This design comes from an exercise in tuning for small area, a short achievable clock period and few clock cycles on the open sky130 flow, not from production work.
Function was checked by simulation only, so behaviour that the tests miss may differ from the original.
Power and IR drop assume default switching activity.

== exp/nickel ==
## ladle_share
module ladle_share (
    input  wire         clk,
    input  wire         rst,           
    input  wire         start,
    output wire         ready,
    output reg          done,
    input  wire [14:0]  bud_grid,      
    input  wire [14:0]  bud_site,
    input  wire [14:0]  bud_curt,
    input  wire [14:0]  bud_t1,
    input  wire [14:0]  bud_t2,
    input  wire [7:0]   aux,           
    input  wire [9:0]   eff,           
    input  wire [7:0]   up_step,       
    input  wire [7:0]   act,           
    input  wire [7:0]   rsv,           
    input  wire [127:0] dem,           
    input  wire [15:0]  prio,          
    input  wire [87:0]  volt,          
    output reg          limited,
    output reg  [127:0] alloc,         
    output reg  [151:0] tgt            
);
Settings: LEC_CHECK=0, ABC_AREA=1, CAP_MARGIN=20, CORE_MARGIN=2, CORE_UTILIZATION=45, CTS_CLUSTER_DIAMETER=100, CTS_CLUSTER_SIZE=20, SLEW_MARGIN=20; clock period 20.0 ns.
standard.sh (not shown) runs the stock make flow with config.mk's settings and CLKGATE_MAP_FILE= SYNTH_SCRIPT=/design/flow/synth_recipe.tcl, a recipe that flattens the netlist after the stock synthesis.
==> flow/flow/run.sh <==
#!/bin/bash
# Layout flow: the standard flow (standard.sh), with repair_timing aiming
# for extra setup slack beyond the design's clock period. The constraints
# (constraint.sdc, the design's clock period) are not changed.
set -euo pipefail
MARGIN=$(cat flow/margin.txt)
bash standard.sh SETUP_SLACK_MARGIN="$MARGIN" finish > standard_flow.log 2>&1
==> flow/flow/margin.txt <==
14.4
exp/nickel: flow completed, timing, DRC and antenna clean
Testbench counts of exp/nickel, summed over its fixed seeds: cycles 22,857.
Changes in exp/amber relative to exp/nickel:
Settings: a change of CORE_UTILIZATION from 45 to 55.
==> flow/flow/run.sh <==
#!/bin/bash
# Layout flow: the standard flow (standard.sh), with repair_timing aiming
# for extra setup slack beyond the design's clock period, and the port
# buffers (every input and output still gets one) taken as buf_1, which
# repair may resize. The constraints (constraint.sdc, the design's clock
# period) are not changed.
set -euo pipefail
MARGIN=$(cat flow/margin.txt)
export BUFFER_PORTS_ARGS="-buffer_cell sky130_fd_sc_hd__buf_1"
bash standard.sh SETUP_SLACK_MARGIN="$MARGIN" finish > standard_flow.log 2>&1
==> run notes <==
- Against exp/nickel, exp/amber comes in 5.0% higher on post-detailed-route via-to-cell ratio.
- Non-clock buffer contribution to total cell area for exp/amber: 3.2 points down relative to exp/nickel
- exp/amber: all stages complete, timing, DRC and antenna checks passed
- Layout overhead on the synthesized area in exp/amber is 5.3 points lower than in exp/nickel
- exp/amber vs exp/nickel: count of placed standard cells in the final layout, fillers left out down
- Per the comparison of exp/amber with exp/nickel, setup slack down 0.033 ns; portion of the clock cycle consumed by the worst path in the final layout up 0.17 points; multi-input logic portion of the cell area up 2.9 points.
--- input diff exp/amber..exp/sierra ---
Settings: swapping 55 for 45 in CORE_UTILIZATION; swapping 20 for 30 in CTS_CLUSTER_SIZE.
==> flow/flow/run.sh <==
#!/bin/bash
# Layout flow: the standard flow (standard.sh), with repair_timing aiming
# for extra setup slack beyond the design's clock period. The constraints
# (constraint.sdc, the design's clock period) are not changed.
set -euo pipefail
MARGIN=$(cat flow/margin.txt)
bash standard.sh SETUP_SLACK_MARGIN="$MARGIN" finish > standard_flow.log 2>&1
Notes after the runs:
exp/sierra completed end to end with timing, DRC and antenna clean.
exp/sierra vs exp/amber: worst hold margin up
Power density of the placed cells: exp/sierra vs exp/amber down 15 nW/µm²
Switching power of the nets (exp/sierra over exp/amber): decrease, 3.5%
Diff exp/amber -> exp/sierra: estimated wirelength of the detail-placed design went up, number of gates on the worst path with buffers counted went up, routed wire length went up.
exp/sierra falls short of exp/amber in clock power.
Inputs modified between exp/sierra and exp/lagoon:
Settings: CTS_CLUSTER_SIZE now 20, was 30.
==> flow/flow/run.sh <==
#!/bin/bash
# Layout flow: the standard flow (standard.sh), with repair_timing aiming
# for extra setup slack beyond the design's clock period, and the port
# buffers (every input and output still gets one) taken as buf_1, which
# repair may resize. The constraints (constraint.sdc, the design's clock
# period) are not changed.
set -euo pipefail
MARGIN=$(cat flow/margin.txt)
export BUFFER_PORTS_ARGS="-buffer_cell sky130_fd_sc_hd__buf_1"
bash standard.sh SETUP_SLACK_MARGIN="$MARGIN" finish > standard_flow.log 2>&1
Results
- Diff exp/sierra -> exp/lagoon: clock share of power fell by 0.7 points; fraction of area in multi-input gates rose by 2.3 points.
- Summary: with exp/sierra as the reference, detailed-routed wire length on met2 in exp/lagoon moved up by a few percent.
- exp/lagoon ends up with lower internal power than exp/sierra does.
- In exp/lagoon, relative area change from synthesis to final layout is lower than in exp/sierra.
- Between exp/lagoon and exp/sierra, it is exp/lagoon whose non-filler instance count after layout is lower, by 0.53%.
- edfxtp_1 as the highest-delay cell along the critical path was reported by exp/lagoon, and ha_1 by exp/sierra.
- Note that the post-CTS setup repair buffer count recorded for exp/sierra amounts to 1.9 times the value seen in exp/lagoon.
- Sum of internal, switching and leakage power was lower in the run labelled exp/lagoon.
--- input diff exp/lagoon..exp/juniper ---
==> flow/flow/run.sh <==
#!/bin/bash
# Layout flow: the standard flow (standard.sh), with repair_timing aiming
# for extra setup slack beyond the design's clock period. The constraints
# (constraint.sdc, the design's clock period) are not changed.
set -euo pipefail
MARGIN=$(cat flow/margin.txt)
bash standard.sh SETUP_SLACK_MARGIN="$MARGIN" finish > standard_flow.log 2>&1
==> flow/flow/margin.txt <==
14.6
==> comparison <==
- exp/juniper leaves more setup margin than exp/lagoon.
- exp/juniper: detail-routed via count per cell is 0.045 higher than what exp/lagoon reported.
- Against exp/lagoon as the reference, exp/juniper delivers a higher worst setup timing slack at the placement stage.
- Re area of the die: no difference whatsoever between exp/lagoon and exp/juniper.
- exp/juniper against exp/lagoon; number of filler instances in the final layout is down by a few percent.
- Area growth from synthesis to final layout was higher in the run labelled exp/juniper.
- Taking exp/lagoon as the reference, in exp/juniper critical path depth roughly the same; sequential share of layout area fell 1.1 points.

[separate check: timing with driven ports]
In the flow no input, the clock included, has a driving cell. The finished layouts below were timed again as built, in two steps. Step 1 sets driving cells, clkbuf_16 on the clock port and buf_2 on the other inputs (assumed; they add their load-dependent delay and slew). Step 2, shift: input delay + t, output delay - t, t = (earliest + latest rising clock arrival at the registers) / 2. This alone moves slack from input paths to output paths. Slacks: ideal / step 1 / step 2; pairs: ideal / step 1.
| run | t (ns) | setup WS [ns] | worst register clock-pin slew, ns |
|---|---|---|---|
| exp/nickel | 0.894 | 14.391 / 14.287 / 13.655 | 0.10 / 0.10 |
| exp/amber | 0.877 | 14.357 / 14.247 / 13.716 | 0.10 / 0.10 |
| exp/sierra | 0.906 | 14.342 / 14.261 / 13.625 | 0.12 / 0.12 |
| exp/lagoon | 0.879 | 14.380 / 14.280 / 13.732 | 0.10 / 0.10 |
| exp/juniper | 0.893 | 14.394 / 14.283 / 13.730 | 0.10 / 0.10 |
After both steps every run listed still meets setup and hold. The setup slack of exp/nickel, which loses most, moves by -0.104 ns with the drivers and by -0.736 ns with both steps.
